From an optimization exercise on the open Yosys and OpenROAD flow, aimed at small area and few clock cycles per item; shortcuts taken in it are not production practice.
Only the layout flow was run in this run; the RTL was not checked for function there.
Power figures rest on the tool's default switching activity, not on a simulated workload.

==> design/flow/design.v <==
module rs_c3_enc (
    input  wire        clk,
    input  wire        rst,
    input  wire        in_valid,
    output wire        in_ready,
    input  wire [15:0] in_data,
    output wire        out_valid,
    input  wire        out_ready,
    output wire [15:0] out_data,
    output wire        out_last
);
    localparam integer K    = 240;
    localparam integer NPAR = 16;
    reg [15:0] q [1:NPAR-1];
    reg [15:0] fbd;
    reg        emitting;    
    reg        flushing;    
    reg [7:0]  in_cnt;
    reg [3:0]  out_cnt;
    wire [15:0] gp [0:NPAR-1];
    wire x0 = fbd[8] ^ fbd[15];
    wire x1 = fbd[9] ^ fbd[14];
    wire x2 = fbd[3] ^ fbd[11];
    wire x3 = fbd[4] ^ fbd[12];
    wire x4 = fbd[0] ^ x1;
    wire x5 = fbd[10] ^ x0;
    wire x6 = fbd[8] ^ fbd[13];
    wire x7 = fbd[2] ^ fbd[14];
    wire x8 = fbd[5] ^ fbd[15];
    wire x9 = fbd[7] ^ x6;
    wire x10 = fbd[1] ^ fbd[6];
    wire x11 = x4 ^ x10;
    wire x12 = fbd[0] ^ x8;
    wire x13 = fbd[11] ^ x7;
    wire x14 = fbd[1] ^ x5;
    wire x15 = x3 ^ x11;
    wire x16 = fbd[6] ^ fbd[12];
    wire x17 = fbd[15] ^ x16;
    wire x18 = fbd[11] ^ fbd[14];
    wire x19 = x8 ^ x18;
    wire x20 = x2 ^ x3;
    wire x21 = fbd[2] ^ x20;
    wire x22 = x2 ^ x6;
    wire x23 = x12 ^ x22;
    wire x24 = fbd[10] ^ x3;
    wire x25 = x7 ^ x24;
    wire x26 = fbd[3] ^ fbd[5];
    wire x27 = x6 ^ x26;
    wire x28 = x11 ^ x27;
    wire x29 = fbd[1] ^ fbd[9];
    wire x30 = x2 ^ x29;
    wire x31 = fbd[13] ^ x30;
    wire x32 = fbd[3] ^ fbd[12];
    wire x33 = x0 ^ x32;
    wire x34 = x1 ^ x33;
    wire x35 = fbd[4] ^ fbd[14];
    wire x36 = x6 ^ x35;
    wire x37 = x0 ^ x9;
    wire x38 = x5 ^ x36;
    wire x39 = fbd[0] ^ x36;
    wire x40 = x37 ^ x39;
    wire x41 = fbd[2] ^ x12;
    wire x42 = x14 ^ x37;
    wire x43 = fbd[0] ^ fbd[2];
    wire x44 = fbd[7] ^ fbd[12];
    wire x45 = x43 ^ x44;
    wire x46 = x5 ^ x45;
    wire x47 = x41 ^ x42;
    wire x48 = x16 ^ x47;
    wire x49 = x17 ^ x39;
    wire x50 = fbd[8] ^ x23;
    wire x51 = x11 ^ x13;
    wire x52 = x22 ^ x40;
    wire x53 = x45 ^ x50;
    wire x54 = x42 ^ x53;
    wire x55 = x52 ^ x54;
    wire x56 = x21 ^ x34;
    wire x57 = x23 ^ x56;
    wire x58 = x37 ^ x57;
    wire x59 = x27 ^ x38;
    wire x60 = x28 ^ x54;
    wire x61 = x35 ^ x60;
    wire x62 = x1 ^ x30;
    wire x63 = fbd[9] ^ x52;
    wire x64 = x9 ^ x61;
    wire x65 = x11 ^ x16;
    wire x66 = x21 ^ x48;
    wire x67 = x15 ^ x66;
    wire x68 = x31 ^ x56;
    wire x69 = x25 ^ x65;
    wire x70 = x31 ^ x34;
    wire x71 = x51 ^ x57;
    wire x72 = fbd[2] ^ x55;
    wire x73 = fbd[6] ^ x13;
    wire x74 = x3 ^ x58;
    wire x75 = fbd[3] ^ x15;
    wire x76 = fbd[5] ^ x63;
    wire x77 = fbd[8] ^ x74;
    wire x78 = x55 ^ x77;
    wire x79 = x42 ^ x64;
    wire x80 = x27 ^ x62;
    wire x81 = fbd[10] ^ x45;
    wire x82 = x39 ^ x59;
    wire x83 = x22 ^ x51;
    wire x84 = x12 ^ x53;
    wire x85 = x41 ^ x46;
    wire x86 = x9 ^ x70;
    wire x87 = x34 ^ x49;
    wire x88 = fbd[6] ^ x26;
    wire x89 = x1 ^ x88;
    wire x90 = x18 ^ x50;
    wire x91 = x46 ^ x90;
    wire x92 = x52 ^ x66;
    wire x93 = x35 ^ x67;
    wire x94 = fbd[13] ^ x54;
    wire x95 = fbd[2] ^ x48;
    wire x96 = x29 ^ x61;
    wire x97 = x19 ^ x89;
    wire x98 = x32 ^ x62;
    wire x99 = x20 ^ x73;
    wire x100 = x31 ^ x97;
    wire x101 = x14 ^ x99;
    wire x102 = x10 ^ x68;
    wire x103 = x48 ^ x83;
    wire x104 = x63 ^ x80;
    wire x105 = x63 ^ x84;
    wire x106 = fbd[6] ^ x84;
    wire x107 = x18 ^ x60;
    wire x108 = x61 ^ x85;
    wire x109 = fbd[2] ^ x92;
    wire x110 = fbd[4] ^ fbd[15];
    wire x111 = x67 ^ x104;
    wire x112 = fbd[0] ^ fbd[1];
    wire x113 = fbd[10] ^ x35;
    wire x114 = fbd[10] ^ x10;
    wire x115 = fbd[5] ^ x35;
    wire x116 = fbd[3] ^ x6;
    wire x117 = x50 ^ x65;
    wire x118 = x16 ^ x35;
    wire x119 = x7 ^ x76;
    wire x120 = x16 ^ x33;
    wire x121 = x2 ^ x110;
    wire x122 = x68 ^ x108;
    wire x123 = x32 ^ x70;
    wire x124 = x105 ^ x122;
    wire x125 = x79 ^ x93;
    wire x126 = x3 ^ x9;
    wire x127 = x62 ^ x126;
    wire x128 = x113 ^ x116;
    wire x129 = fbd[5] ^ x4;
    wire x130 = x13 ^ x129;
    wire x131 = x20 ^ x128;
    wire x132 = x91 ^ x131;
    wire x133 = fbd[7] ^ x73;
    wire x134 = x21 ^ x31;
    wire x135 = fbd[5] ^ x45;
    wire x136 = x91 ^ x121;
    wire x137 = x48 ^ x61;
    wire x138 = x135 ^ x137;
    wire x139 = fbd[14] ^ x0;
    wire x140 = x16 ^ x62;
    wire x141 = x96 ^ x140;
    wire x142 = x43 ^ x116;
    wire x143 = fbd[1] ^ x37;
    wire x144 = fbd[0] ^ x127;
    wire x145 = x89 ^ x143;
    wire x146 = x59 ^ x134;
    wire x147 = x51 ^ x106;
    wire x148 = x0 ^ x127;
    wire x149 = x56 ^ x97;
    wire x150 = fbd[8] ^ x40;
    wire x151 = x75 ^ x142;
    wire x152 = x34 ^ x115;
    wire x153 = x37 ^ x152;
    wire x154 = x38 ^ x55;
    wire x155 = fbd[10] ^ x57;
    wire x156 = x9 ^ x13;
    wire x157 = x5 ^ x144;
    wire x158 = x73 ^ x86;
    wire x159 = x85 ^ x144;
    wire x160 = x142 ^ x158;
    wire x161 = x3 ^ x51;
    wire x162 = x75 ^ x91;
    wire x163 = x9 ^ x162;
    wire x164 = x2 ^ x104;
    wire x165 = x68 ^ x107;
    wire x166 = x1 ^ x77;
    wire x167 = fbd[3] ^ x110;
    wire x168 = fbd[2] ^ x2;
    wire x169 = x0 ^ x115;
    wire x170 = x27 ^ x114;
    wire x171 = x33 ^ x110;
    wire x172 = x113 ^ x121;
    wire x173 = x33 ^ x75;
    wire x174 = fbd[1] ^ x22;
    wire x175 = x10 ^ x156;
    wire x176 = fbd[7] ^ x142;
    wire x177 = x14 ^ x118;
    wire x178 = x53 ^ x177;
    wire x179 = x39 ^ x97;
    wire x180 = x13 ^ x89;
    wire x181 = x12 ^ x155;
    wire x182 = x112 ^ x126;
    wire x183 = x25 ^ x114;
    wire x184 = x18 ^ x23;
    wire x185 = x44 ^ x89;
    wire x186 = x120 ^ x121;
    wire x187 = x37 ^ x120;
    wire x188 = x43 ^ x51;
    wire x189 = x140 ^ x142;
    wire x190 = x28 ^ x127;
    wire x191 = x31 ^ x85;
    wire x192 = x129 ^ x134;
    wire x193 = x4 ^ x80;
    wire x194 = x134 ^ x135;
    wire x195 = x97 ^ x113;
    wire x196 = x77 ^ x180;
    wire x197 = x115 ^ x143;
    wire x198 = x98 ^ x99;
    wire x199 = x49 ^ x129;
    wire x200 = x18 ^ x49;
    wire x201 = x43 ^ x70;
    wire x202 = x118 ^ x131;
    wire x203 = fbd[11] ^ x59;
    wire x204 = x51 ^ x113;
    wire x205 = x56 ^ x85;
    wire x206 = x147 ^ x183;
    wire x207 = x5 ^ x28;
    wire x208 = x56 ^ x142;
    wire x209 = x37 ^ x130;
    wire x210 = x139 ^ x144;
    wire x211 = x4 ^ x75;
    wire x212 = x49 ^ x100;
    wire x213 = x142 ^ x153;
    wire x214 = x100 ^ x130;
    wire x215 = x44 ^ x82;
    wire x216 = x70 ^ x82;
    wire x217 = x16 ^ x75;
    wire x218 = x112 ^ x146;
    wire x219 = x56 ^ x95;
    wire x220 = x82 ^ x86;
    wire x221 = x139 ^ x146;
    wire x222 = x87 ^ x88;
    wire x223 = x83 ^ x134;
    wire x224 = x69 ^ x118;
    wire x225 = x45 ^ x117;
    wire x226 = x24 ^ x144;
    wire x227 = x145 ^ x150;
    wire x228 = x50 ^ x86;
    wire x229 = x52 ^ x70;
    wire x230 = x4 ^ x117;
    wire x231 = x53 ^ x129;
    wire x232 = x90 ^ x99;
    wire x233 = x1 ^ x146;
    wire x234 = x82 ^ x116;
    wire x235 = x33 ^ x57;
    wire x236 = x25 ^ x148;
    wire x237 = x57 ^ x81;
    wire x238 = x145 ^ x189;
    wire x239 = fbd[4] ^ x68;
    wire x240 = x15 ^ x153;
    wire x241 = x19 ^ x83;
    wire x242 = x47 ^ x116;
    wire x243 = x82 ^ x87;
    wire x244 = x116 ^ x117;
    wire x245 = x75 ^ x133;
    wire x246 = x68 ^ x128;
    wire x247 = x144 ^ x145;
    wire x248 = x28 ^ x149;
    wire x249 = x88 ^ x150;
    wire x250 = x33 ^ x145;
    wire x251 = x41 ^ x101;
    wire x252 = x13 ^ x87;
    wire x253 = x54 ^ x142;
    wire x254 = x14 ^ x91;
    wire x255 = x148 ^ x151;
    wire x256 = x90 ^ x238;
    wire x257 = x54 ^ x152;
    wire x258 = x205 ^ x220;
    wire x259 = x123 ^ x157;
    wire x260 = x151 ^ x152;
    wire x261 = x178 ^ x179;
    wire x262 = x32 ^ x178;
    wire x263 = x155 ^ x157;
    wire x264 = x20 ^ x54;
    wire x265 = x172 ^ x173;
    wire x266 = x200 ^ x240;
    wire x267 = x48 ^ x143;
    wire x268 = x65 ^ x155;
    wire x269 = x157 ^ x158;
    wire x270 = x48 ^ x90;
    wire x271 = x48 ^ x115;
    wire x272 = x155 ^ x156;
    wire x273 = x37 ^ x237;
    wire x274 = x62 ^ x151;
    wire x275 = fbd[7] ^ x54;
    wire x276 = x54 ^ x71;
    wire x277 = x56 ^ x178;
    wire x278 = x63 ^ x191;
    wire x279 = x142 ^ x159;
    wire x280 = x84 ^ x149;
    wire x281 = x54 ^ x135;
    wire x282 = x49 ^ x94;
    wire x283 = x94 ^ x95;
    wire x284 = x49 ^ x55;
    wire x285 = x49 ^ x66;
    wire x286 = x40 ^ x106;
    wire x287 = x105 ^ x145;
    wire x288 = x40 ^ x103;
    wire x289 = fbd[4] ^ x76;
    wire x290 = x48 ^ x136;
    wire x291 = x52 ^ x74;
    wire x292 = x272 ^ x276;
    wire x293 = x69 ^ x74;
    wire x294 = x180 ^ x181;
    wire x295 = x89 ^ x160;
    wire x296 = x0 ^ x95;
    wire x297 = x237 ^ x264;
    wire x298 = x136 ^ x140;
    wire x299 = x24 ^ x273;
    wire x300 = x55 ^ x57;
    wire x301 = x160 ^ x161;
    wire x302 = x50 ^ x76;
    wire x303 = x46 ^ x105;
    wire x304 = x283 ^ x303;
    wire x305 = x70 ^ x162;
    wire x306 = x56 ^ x132;
    wire x307 = x135 ^ x136;
    wire x308 = x12 ^ x136;
    wire x309 = x113 ^ x160;
    wire x310 = x53 ^ x95;
    wire x311 = x66 ^ x128;
    wire x312 = x15 ^ x164;
    wire x313 = x107 ^ x133;
    wire x314 = x92 ^ x148;
    wire x315 = x17 ^ x61;
    wire x316 = fbd[5] ^ x77;
    wire x317 = x218 ^ x219;
    wire x318 = x44 ^ x61;
    wire x319 = x34 ^ x147;
    wire x320 = x147 ^ x159;
    wire x321 = x146 ^ x147;
    wire x322 = x61 ^ x102;
    wire x323 = x11 ^ x77;
    wire x324 = fbd[8] ^ x107;
    wire x325 = x87 ^ x164;
    wire x326 = x110 ^ x163;
    wire x327 = x72 ^ x104;
    wire x328 = x89 ^ x147;
    wire x329 = x67 ^ x112;
    wire x330 = x129 ^ x219;
    wire x331 = x72 ^ x87;
    wire x332 = x105 ^ x163;
    wire x333 = x61 ^ x139;
    wire x334 = x67 ^ x88;
    wire x335 = x61 ^ x90;
    wire x336 = x243 ^ x284;
    wire x337 = x135 ^ x165;
    wire x338 = x89 ^ x111;
    wire x339 = x64 ^ x65;
    wire x340 = x11 ^ x137;
    wire x341 = x205 ^ x206;
    wire x342 = fbd[3] ^ x109;
    wire x343 = x108 ^ x165;
    wire x344 = x108 ^ x112;
    wire x345 = x41 ^ x78;
    wire x346 = x8 ^ x96;
    wire x347 = x110 ^ x111;
    wire x348 = x92 ^ x93;
    wire x349 = x195 ^ x196;
    wire x350 = x24 ^ x64;
    wire x351 = x77 ^ x111;
    wire x352 = x80 ^ x108;
    wire x353 = fbd[0] ^ x78;
    wire x354 = x21 ^ x196;
    wire x355 = x111 ^ x120;
    wire x356 = fbd[1] ^ x304;
    wire x357 = x63 ^ x165;
    wire x358 = x10 ^ x64;
    wire x359 = x22 ^ x206;
    wire x360 = x9 ^ x318;
    wire x361 = x25 ^ x78;
    wire x362 = x75 ^ x96;
    wire x363 = x49 ^ x166;
    wire x364 = x85 ^ x93;
    wire x365 = x166 ^ x219;
    wire x366 = x64 ^ x88;
    wire x367 = x62 ^ x64;
    wire x368 = x110 ^ x166;
    wire x369 = x78 ^ x161;
    wire x370 = x1 ^ x96;
    wire x371 = x29 ^ x79;
    wire x372 = fbd[0] ^ x79;
    wire x373 = x122 ^ x123;
    wire x374 = x1 ^ x79;
    wire x375 = x138 ^ x304;
    wire x376 = x121 ^ x122;
    wire x377 = x138 ^ x139;
    wire x378 = x40 ^ x141;
    wire x379 = fbd[12] ^ x6;
    wire x380 = x179 ^ x379;
    wire x381 = fbd[11] ^ x3;
    wire x382 = x5 ^ x381;
    assign gp[0][0] = x292;
    assign gp[0][1] = x309;
    assign gp[0][2] = x211;
    assign gp[0][3] = x380;
    assign gp[0][4] = x356;
    assign gp[0][5] = x366;
    assign gp[0][6] = x338;
    assign gp[0][7] = x262;
    assign gp[0][8] = x371;
    assign gp[0][9] = x228;
    assign gp[0][10] = x98;
    assign gp[0][11] = x186;
    assign gp[0][12] = x108;
    assign gp[0][13] = x331;
    assign gp[0][14] = x318;
    assign gp[0][15] = x285;
    assign gp[1][0] = x177;
    assign gp[1][1] = x209;
    assign gp[1][2] = x167;
    assign gp[1][3] = x332;
    assign gp[1][4] = x308;
    assign gp[1][5] = x117;
    assign gp[1][6] = x276;
    assign gp[1][7] = x289;
    assign gp[1][8] = x343;
    assign gp[1][9] = x286;
    assign gp[1][10] = x257;
    assign gp[1][11] = x319;
    assign gp[1][12] = x191;
    assign gp[1][13] = x333;
    assign gp[1][14] = x329;
    assign gp[1][15] = x370;
    assign gp[2][0] = x203;
    assign gp[2][1] = x247;
    assign gp[2][2] = x348;
    assign gp[2][3] = x84;
    assign gp[2][4] = x253;
    assign gp[2][5] = x189;
    assign gp[2][6] = x297;
    assign gp[2][7] = x181;
    assign gp[2][8] = x104;
    assign gp[2][9] = x163;
    assign gp[2][10] = x360;
    assign gp[2][11] = x382;
    assign gp[2][12] = x210;
    assign gp[2][13] = x192;
    assign gp[2][14] = x260;
    assign gp[2][15] = x354;
    assign gp[3][0] = x301;
    assign gp[3][1] = x288;
    assign gp[3][2] = x125;
    assign gp[3][3] = x100;
    assign gp[3][4] = x208;
    assign gp[3][5] = x278;
    assign gp[3][6] = x214;
    assign gp[3][7] = x270;
    assign gp[3][8] = x294;
    assign gp[3][9] = x312;
    assign gp[3][10] = x320;
    assign gp[3][11] = x212;
    assign gp[3][12] = x204;
    assign gp[3][13] = x275;
    assign gp[3][14] = x274;
    assign gp[3][15] = x237;
    assign gp[4][0] = x248;
    assign gp[4][1] = x342;
    assign gp[4][2] = x325;
    assign gp[4][3] = x328;
    assign gp[4][4] = x376;
    assign gp[4][5] = x284;
    assign gp[4][6] = x283;
    assign gp[4][7] = x229;
    assign gp[4][8] = x252;
    assign gp[4][9] = x293;
    assign gp[4][10] = x299;
    assign gp[4][11] = x362;
    assign gp[4][12] = x107;
    assign gp[4][13] = x226;
    assign gp[4][14] = x377;
    assign gp[4][15] = x233;
    assign gp[5][0] = x92;
    assign gp[5][1] = x350;
    assign gp[5][2] = x185;
    assign gp[5][3] = x197;
    assign gp[5][4] = x246;
    assign gp[5][5] = x168;
    assign gp[5][6] = x171;
    assign gp[5][7] = x222;
    assign gp[5][8] = x266;
    assign gp[5][9] = x232;
    assign gp[5][10] = x200;
    assign gp[5][11] = x364;
    assign gp[5][12] = x281;
    assign gp[5][13] = x138;
    assign gp[5][14] = x221;
    assign gp[5][15] = x269;
    assign gp[6][0] = x224;
    assign gp[6][1] = x236;
    assign gp[6][2] = x265;
    assign gp[6][3] = x340;
    assign gp[6][4] = x321;
    assign gp[6][5] = x97;
    assign gp[6][6] = x259;
    assign gp[6][7] = x193;
    assign gp[6][8] = x255;
    assign gp[6][9] = x349;
    assign gp[6][10] = x298;
    assign gp[6][11] = x169;
    assign gp[6][12] = x132;
    assign gp[6][13] = x223;
    assign gp[6][14] = x194;
    assign gp[6][15] = x109;
    assign gp[7][0] = x103;
    assign gp[7][1] = x202;
    assign gp[7][2] = x172;
    assign gp[7][3] = x272;
    assign gp[7][4] = x317;
    assign gp[7][5] = x213;
    assign gp[7][6] = x170;
    assign gp[7][7] = x359;
    assign gp[7][8] = x280;
    assign gp[7][9] = x295;
    assign gp[7][10] = x358;
    assign gp[7][11] = x337;
    assign gp[7][12] = x218;
    assign gp[7][13] = x365;
    assign gp[7][14] = x205;
    assign gp[7][15] = x341;
    assign gp[8][0] = x91;
    assign gp[8][1] = x179;
    assign gp[8][2] = x258;
    assign gp[8][3] = x182;
    assign gp[8][4] = x300;
    assign gp[8][5] = x315;
    assign gp[8][6] = x216;
    assign gp[8][7] = x372;
    assign gp[8][8] = x368;
    assign gp[8][9] = x227;
    assign gp[8][10] = x375;
    assign gp[8][11] = x230;
    assign gp[8][12] = x240;
    assign gp[8][13] = x352;
    assign gp[8][14] = x242;
    assign gp[8][15] = x198;
    assign gp[9][0] = x244;
    assign gp[9][1] = x324;
    assign gp[9][2] = x215;
    assign gp[9][3] = x199;
    assign gp[9][4] = x357;
    assign gp[9][5] = x256;
    assign gp[9][6] = x327;
    assign gp[9][7] = x307;
    assign gp[9][8] = x335;
    assign gp[9][9] = x314;
    assign gp[9][10] = x378;
    assign gp[9][11] = x267;
    assign gp[9][12] = x55;
    assign gp[9][13] = x241;
    assign gp[9][14] = x367;
    assign gp[9][15] = x351;
    assign gp[10][0] = x251;
    assign gp[10][1] = x344;
    assign gp[10][2] = x336;
    assign gp[10][3] = x183;
    assign gp[10][4] = x271;
    assign gp[10][5] = x225;
    assign gp[10][6] = x101;
    assign gp[10][7] = x119;
    assign gp[10][8] = x306;
    assign gp[10][9] = x243;
    assign gp[10][10] = x195;
    assign gp[10][11] = x322;
    assign gp[10][12] = x220;
    assign gp[10][13] = x374;
    assign gp[10][14] = x254;
    assign gp[10][15] = x102;
    assign gp[11][0] = x353;
    assign gp[11][1] = x279;
    assign gp[11][2] = x346;
    assign gp[11][3] = x305;
    assign gp[11][4] = x190;
    assign gp[11][5] = x296;
    assign gp[11][6] = x175;
    assign gp[11][7] = x316;
    assign gp[11][8] = x339;
    assign gp[11][9] = x238;
    assign gp[11][10] = x231;
    assign gp[11][11] = x106;
    assign gp[11][12] = x369;
    assign gp[11][13] = x127;
    assign gp[11][14] = x235;
    assign gp[11][15] = x207;
    assign gp[12][0] = x81;
    assign gp[12][1] = x174;
    assign gp[12][2] = x303;
    assign gp[12][3] = x263;
    assign gp[12][4] = x187;
    assign gp[12][5] = x302;
    assign gp[12][6] = x234;
    assign gp[12][7] = x188;
    assign gp[12][8] = x245;
    assign gp[12][9] = x268;
    assign gp[12][10] = x250;
    assign gp[12][11] = x355;
    assign gp[12][12] = x184;
    assign gp[12][13] = x173;
    assign gp[12][14] = x261;
    assign gp[12][15] = x310;
    assign gp[13][0] = x363;
    assign gp[13][1] = x249;
    assign gp[13][2] = x239;
    assign gp[13][3] = x373;
    assign gp[13][4] = x345;
    assign gp[13][5] = x282;
    assign gp[13][6] = x124;
    assign gp[13][7] = x287;
    assign gp[13][8] = x361;
    assign gp[13][9] = x141;
    assign gp[13][10] = x291;
    assign gp[13][11] = x326;
    assign gp[13][12] = x334;
    assign gp[13][13] = x313;
    assign gp[13][14] = x347;
    assign gp[13][15] = x201;
    assign gp[14][0] = x264;
    assign gp[14][1] = x180;
    assign gp[14][2] = x323;
    assign gp[14][3] = x277;
    assign gp[14][4] = x311;
    assign gp[14][5] = x158;
    assign gp[14][6] = x176;
    assign gp[14][7] = x217;
    assign gp[14][8] = x154;
    assign gp[14][9] = x83;
    assign gp[14][10] = x273;
    assign gp[14][11] = x330;
    assign gp[14][12] = x123;
    assign gp[14][13] = x105;
    assign gp[14][14] = x82;
    assign gp[14][15] = x290;
    assign gp[15][0] = x4;
    assign gp[15][1] = x14;
    assign gp[15][2] = x13;
    assign gp[15][3] = x34;
    assign gp[15][4] = x38;
    assign gp[15][5] = x19;
    assign gp[15][6] = x17;
    assign gp[15][7] = x9;
    assign gp[15][8] = x15;
    assign gp[15][9] = x47;
    assign gp[15][10] = x21;
    assign gp[15][11] = x28;
    assign gp[15][12] = x46;
    assign gp[15][13] = x31;
    assign gp[15][14] = x25;
    assign gp[15][15] = x23;
    wire        take  = in_valid && !emitting;
    wire        shift = emitting && (out_ready || flushing);
    wire        en    = take || shift;
    wire [15:0] top   = q[NPAR-1] ^ gp[NPAR-1];           
    wire [15:0] fb    = (in_data ^ top) & {16{!emitting}};
    integer k;
    always @(posedge clk) begin
        if (en) begin
            fbd  <= fb;
            q[1] <= gp[0];
            for (k = 2; k < NPAR; k = k + 1) q[k] <= q[k-1] ^ gp[k-1];
        end
    end
    always @(posedge clk) begin
        if (rst) begin
            emitting <= 1'b1;
            flushing <= 1'b1;
            in_cnt   <= 8'd0;
            out_cnt  <= 4'd0;
        end else if (take) begin
            if (in_cnt == K - 1) begin
                in_cnt   <= 8'd0;
                emitting <= 1'b1;
            end else begin
                in_cnt <= in_cnt + 8'd1;
            end
        end else if (shift) begin
            if (out_cnt == NPAR - 1) begin
                out_cnt  <= 4'd0;
                emitting <= 1'b0;
                flushing <= 1'b0;
            end else begin
                out_cnt <= out_cnt + 4'd1;
            end
        end
    end
    assign in_ready  = !emitting;
    assign out_valid = emitting && !flushing;
    assign out_data  = top;
    assign out_last  = out_cnt == NPAR - 1;
endmodule
==> design/flow/flow/run.sh <==
#!/bin/bash
set -euo pipefail
HERE=$(pwd)
cat > my_synth.tcl <<EOF
proc abc {args} {
  set i [lsearch -exact \$args -script]
  if {\$i >= 0} { set args [lreplace \$args [expr {\$i+1}] [expr {\$i+1}] $HERE/flow/abc.script] }
  yosys abc {*}\$args
}
source $HERE/synth_recipe.tcl
EOF
sed "s#SYNTH_SCRIPT=[^ ]*#SYNTH_SCRIPT=$HERE/my_synth.tcl#" standard.sh > my_standard.sh
bash my_standard.sh > make.log 2>&1
==> design/flow/flow/abc.script <==
strash
map -a
==> design/flow/standard.sh <==
#!/bin/bash
# synth_recipe.tcl (not shown) runs the flow's synth.tcl, then flattens the netlist and writes it again
# the make line also repeats each setting of config.mk as NAME=value (left out here)
make -C /OpenROAD-flow-scripts/flow DESIGN_CONFIG=/design/flow/config.mk WORK_HOME=/design/flow/orfs CLKGATE_MAP_FILE= SYNTH_SCRIPT=/design/flow/synth_recipe.tcl "${@:-finish}"
==> design/flow/config.mk <==
export PLATFORM = sky130hd
export DESIGN_NAME = rs_c3_enc
export DESIGN_NICKNAME = rs_c3_enc
export VERILOG_FILES = /design/flow/design.v
export SDC_FILE = /design/flow/constraint.sdc
export NUM_CORES = 4
export LEC_CHECK = 0
export CAP_MARGIN = 20
export CORE_MARGIN = 2
export CORE_UTILIZATION = 40
export PLACE_DENSITY = 0.6
export SLEW_MARGIN = 20
==> design/flow/constraint.sdc <==
create_clock -name core_clock -period 4.0 [get_ports {clk}]
set_input_delay 0.8000 -clock core_clock [delete_from_list [all_inputs] [get_ports {clk}]]
set_output_delay 0.8000 -clock core_clock [all_outputs]
set_load 0.01 [all_outputs]
==> reports/results.tsv <==
stage	metric	value	unit
run_status	run_status	complete, no violations	
finish	final_non_filler_cells	1852	
detailed_routing	routed-via-count	8833	
clocking	htreeDepth	2	
synth	synth_most_common_cell	xor2_1	
worst_setup_path	critPathArrivalTime	3.11	ns
floorplan	floorplan.io_pins	39	
place	numPortBuffers	38	
power	ir_drop	0.403	mV
grt	grt_pass1_vias	8853	
worst_setup_path	crit_path_start_kind	flip-flop	
grt	gr-usage-all-layers	26.2	%
synth	synth_area_per_cell	13.3	um^2
floorplan	start_util	40.4	%
worst_hold_path	hold_path.class	flip-flop to flip-flop	
worst_setup_path	timing.critical_path.buf_inv	1	
worst_setup_path	worst-path-stages	5	
detailed_routing	drcViolationCount	0	
synth	post_synth_main_area_contributors	edfxtp_1 54%, xor2_1 29%, xnor2_1 11%	
finish	layout.filler_cells	3006	
power	total_leakage_power	9.53	nW
finish	antenna_cells_inserted	0	
grt	grt_first_pass_wirelength	65000	um
sta	setup_repair_after_global_routing_missed_its_margin	yes	
sta	fmax	0.256	GHz
floorplan	core_area	0.0353	mm^2
worst_setup_path	crit_required	3.20	ns
place	placed_area	0.0173	mm^2
synth	synth-edff-count	256	
worst_hold_path	min_path_cells	2	
finish	final_cell_area	0.0189	mm^2
sta	final.hold.worst_slack	0.488	ns
clocking	clock_sinks	270	
worst_setup_path	r2r_start	fbd[4]	
clocking	worst_setup_hold_path_clk_slew	0.06	ns
floorplan	die_width	193	um
finish	post_route_cells_drive_above_1_share	24.5	%
finish	final_core_util	53.6	%
synth	yosys-top-cells-count	468 x xor2_1, 256 x edfxtp_1, 175 x xnor2_1	
synth	synth_top_flop_cell	edfxtp_1	
sta	finalClockSkew	0.0204	ns
clocking	root_buffer	clkbuf_16	
worst_setup_path	reg2regPathDepth	20	
sta	final.period_utilization	97.8	%
place	place_inst	1768	
finish	synthesis_to_layout_area_growth	32.7	%
place	pre_cts_slack	-0.102	ns
detailed_routing	viasPerCell	4.77	
synth	synth.net_count	1095	
sta	worstMarginPinSlew	0.882	ns
sta	timing.final.crit_period	3.91	ns
sta	timing.final.max_slew_violations	0	
floorplan	rows	69	
synth	synthesis.yosys.warnings	2	
sta	setup-violations-final	0	
grt	grt_overflow	0	
worst_setup_path	critical-path-top-cell-by-count	xnor2_1	
detailed_routing	drt_iter0_markers	801	
worst_setup_path	slowest_stage	clkdlybuf4s50_1	
floorplan	die_area	0.0372	mm^2
synth	synth_top_cell_by_area	edfxtp_1	
worst_setup_path	timing.critical_path.cells	xor2_2 > xnor2_1 > xor2_1 > xnor2_1 > clkdlybuf4s50_1	
clocking	cts_made_buffers	34	
power	pwr_density_cell	361	mW/mm^2
clocking	cts_buffer_depth	3	
worst_setup_path	worstPathMaxFanout	4	
place	place.gp.congestion	0.958	
synth	syn_area	0.0143	mm^2
worst_setup_path	critical_path.endpoint_type	output pin	
worst_hold_path	start_point_of_the_worst_hold_path	out_cnt[1]	
synth	synth.distinct_cells	15	
sta	worst_slack	0.0900	ns
clocking	clock_latency	0.55	ns
synth	syn-instance-count	1073	
synth	yosysSeqAreaShare	55.8	%
place	hpwlAfterDp	36300	um
job	max-cap-violations	0	
worst_setup_path	cp-startpoint	fbd[1]	
grt	antenna_found_initial	0	
detailed_routing	drt_wl_total	46800	um
synth	synth_seq_cells	270	
worst_setup_path	worst-setup-path-type	flip-flop to output pin	
worst_setup_path	critical-path-top-delay-family	XOR/XNOR gates	
clocking	tritoncts	yes	
sta	timing.final.hold_violations	0	
synth	synth_top_area_share	53.9	%
detailed_routing	drt.antenna.violating_nets	0	
detailed_routing	detail_route.first_pass.iterations	5	
floorplan	die_h	193	um
sta	max_slew_margin	41.0	%
finish	nNetsFinal	1390	
synth	async_reset_ff_share	0	%
grt	grt_start_max_net_pins	58	
detailed_routing	wl_per_cell	25.3	um
worst_setup_path	critPathMaxStageDelay	0.58	ns
## logic make-up (layout without fill, tap and decap cells)
kind of cell               count (synthesis)  count (layout)  share of synthesized area (%)
xor gates and xnor gates                 643             643                           39.5
DFF                                      270             270                           55.8
and+or+nand+nor                           96              96                           2.70
buffers and inverters                     45             363                           1.18
AOI/OAI and AO/OA                         17              17                          0.614
adders and majority gates                  2               2                          0.175
## cell usage in the layout, fill, tap and decap left out, types with 3 or more instances in the layout
cell / instances
xor2_1: 421
edfxtp_1: 256
buf_4: 210
xnor2_1: 161
clkinv_1: 48
nor2_1: 45
clkbuf_16: 37
clkdlybuf4s50_1: 34
xor2_2: 29
nand2_1: 23
xor2_4: 18
a21oi_1: 14
dfxtp_1: 14
nand3_1: 12
xnor2_2: 9
clkbuf_1: 8
bufinv_16: 6
buf_6: 6
nor2_2: 5
xnor2_4: 5
nor2_4: 5
buf_12: 5
clkinv_2: 3
## flip-flops by register name, summed over array words and instances, names as in the netlist
signal / cells
emitting: 1
fbd: 16
flushing: 1
in_cnt: 8
out_cnt: 4
q: 240
## layout make-up
class,instances,area [um^2],area share [%]
inverter,45,170,0.899
timing repair buffer,259,2130,11.2
tap,461,577,3.05
clock buffer,45,956,5.05
sequential,270,7970,42.1
multi-input combinational,758,6910,36.5
clock inverter,14,221,1.17
## report_power, final
group / internal, mW / switching [mW]
Clock: 2.07 / 1.22
Combinational: 0.139 / 0.112
Sequential: 3.22 / 0.0751
Total: 5.43 / 1.40
## worst min-delay path: stages (launching register included)
cell,delay (ns)
dfxtp_1,0.32
nand2_1,0.07
a21oi_1,0.05
## timing repair
| item | in CTS | in global routing |
|---|---|---|
| buffers inserted | 12 | 14 |
| pin swaps | 2 | 12 |
| hold buffers | 0 | 0 |
| setup endpoints to repair | 17 | 34 |
| resized for setup | 20 | 19 |
## metrics by stage
step,power (mW),setup TNS [ns]
after floorplan,3.47,-5.34
after global placement,3.60,-0.282
after detailed placement,3.61,-0.372
after CTS,6.89,-0.120
after global routing,7.02,-0.0520
final,6.83,0
## worst paths after layout
path,to,slack (ns)
worst max-delay path,out_data[13],0.09
worst min-delay path,out_cnt[1],0.49
worst max register to register,q[3][15],0.16
worst min register to register,out_cnt[1],0.49
## per-layer routing
layer | routed length (um) | part of all wire, % | global-route usage [%] | vias to the layer above
met3 | 2580 | 5.5 | 4.89 | 81
met1 | 20800 | 45 | 35.5 | 4384
met2 | 21600 | 46 | 41.6 | 275
met5 | 0 | 0 | 0 | -
li1 | - | - | - | 4093
met4 | 1840 | 3.9 | 9.92 | 0

==> port drivers added, routing unchanged <==
In the flow no input, the clock included, has a driving cell. The finished layout below was timed again as built, in two steps.
Step 1 sets driving cells, clkbuf_16 on the clock port and buf_2 on the other inputs (assumed; they add their load-dependent delay and slew).
Step 2 adds t to the input delays and takes it off the output delays; t is the mean of the earliest and latest rising clock arrival at the registers after step 1. Input paths then give back, and output paths get back, about the clock's delay inside the block.
Three values: ideal, step 1, step 2; two values: the first two.
t, ns: 0.589
setup WS [ns]: 0.090 / 0.038 / 0.157
worst hold slack (ns): 0.488 / 0.488 / 0.488
After both steps setup and hold are still met in this run. For this run, drivers alone change the setup slack by -0.052 ns; drivers and shift together by +0.067 ns.
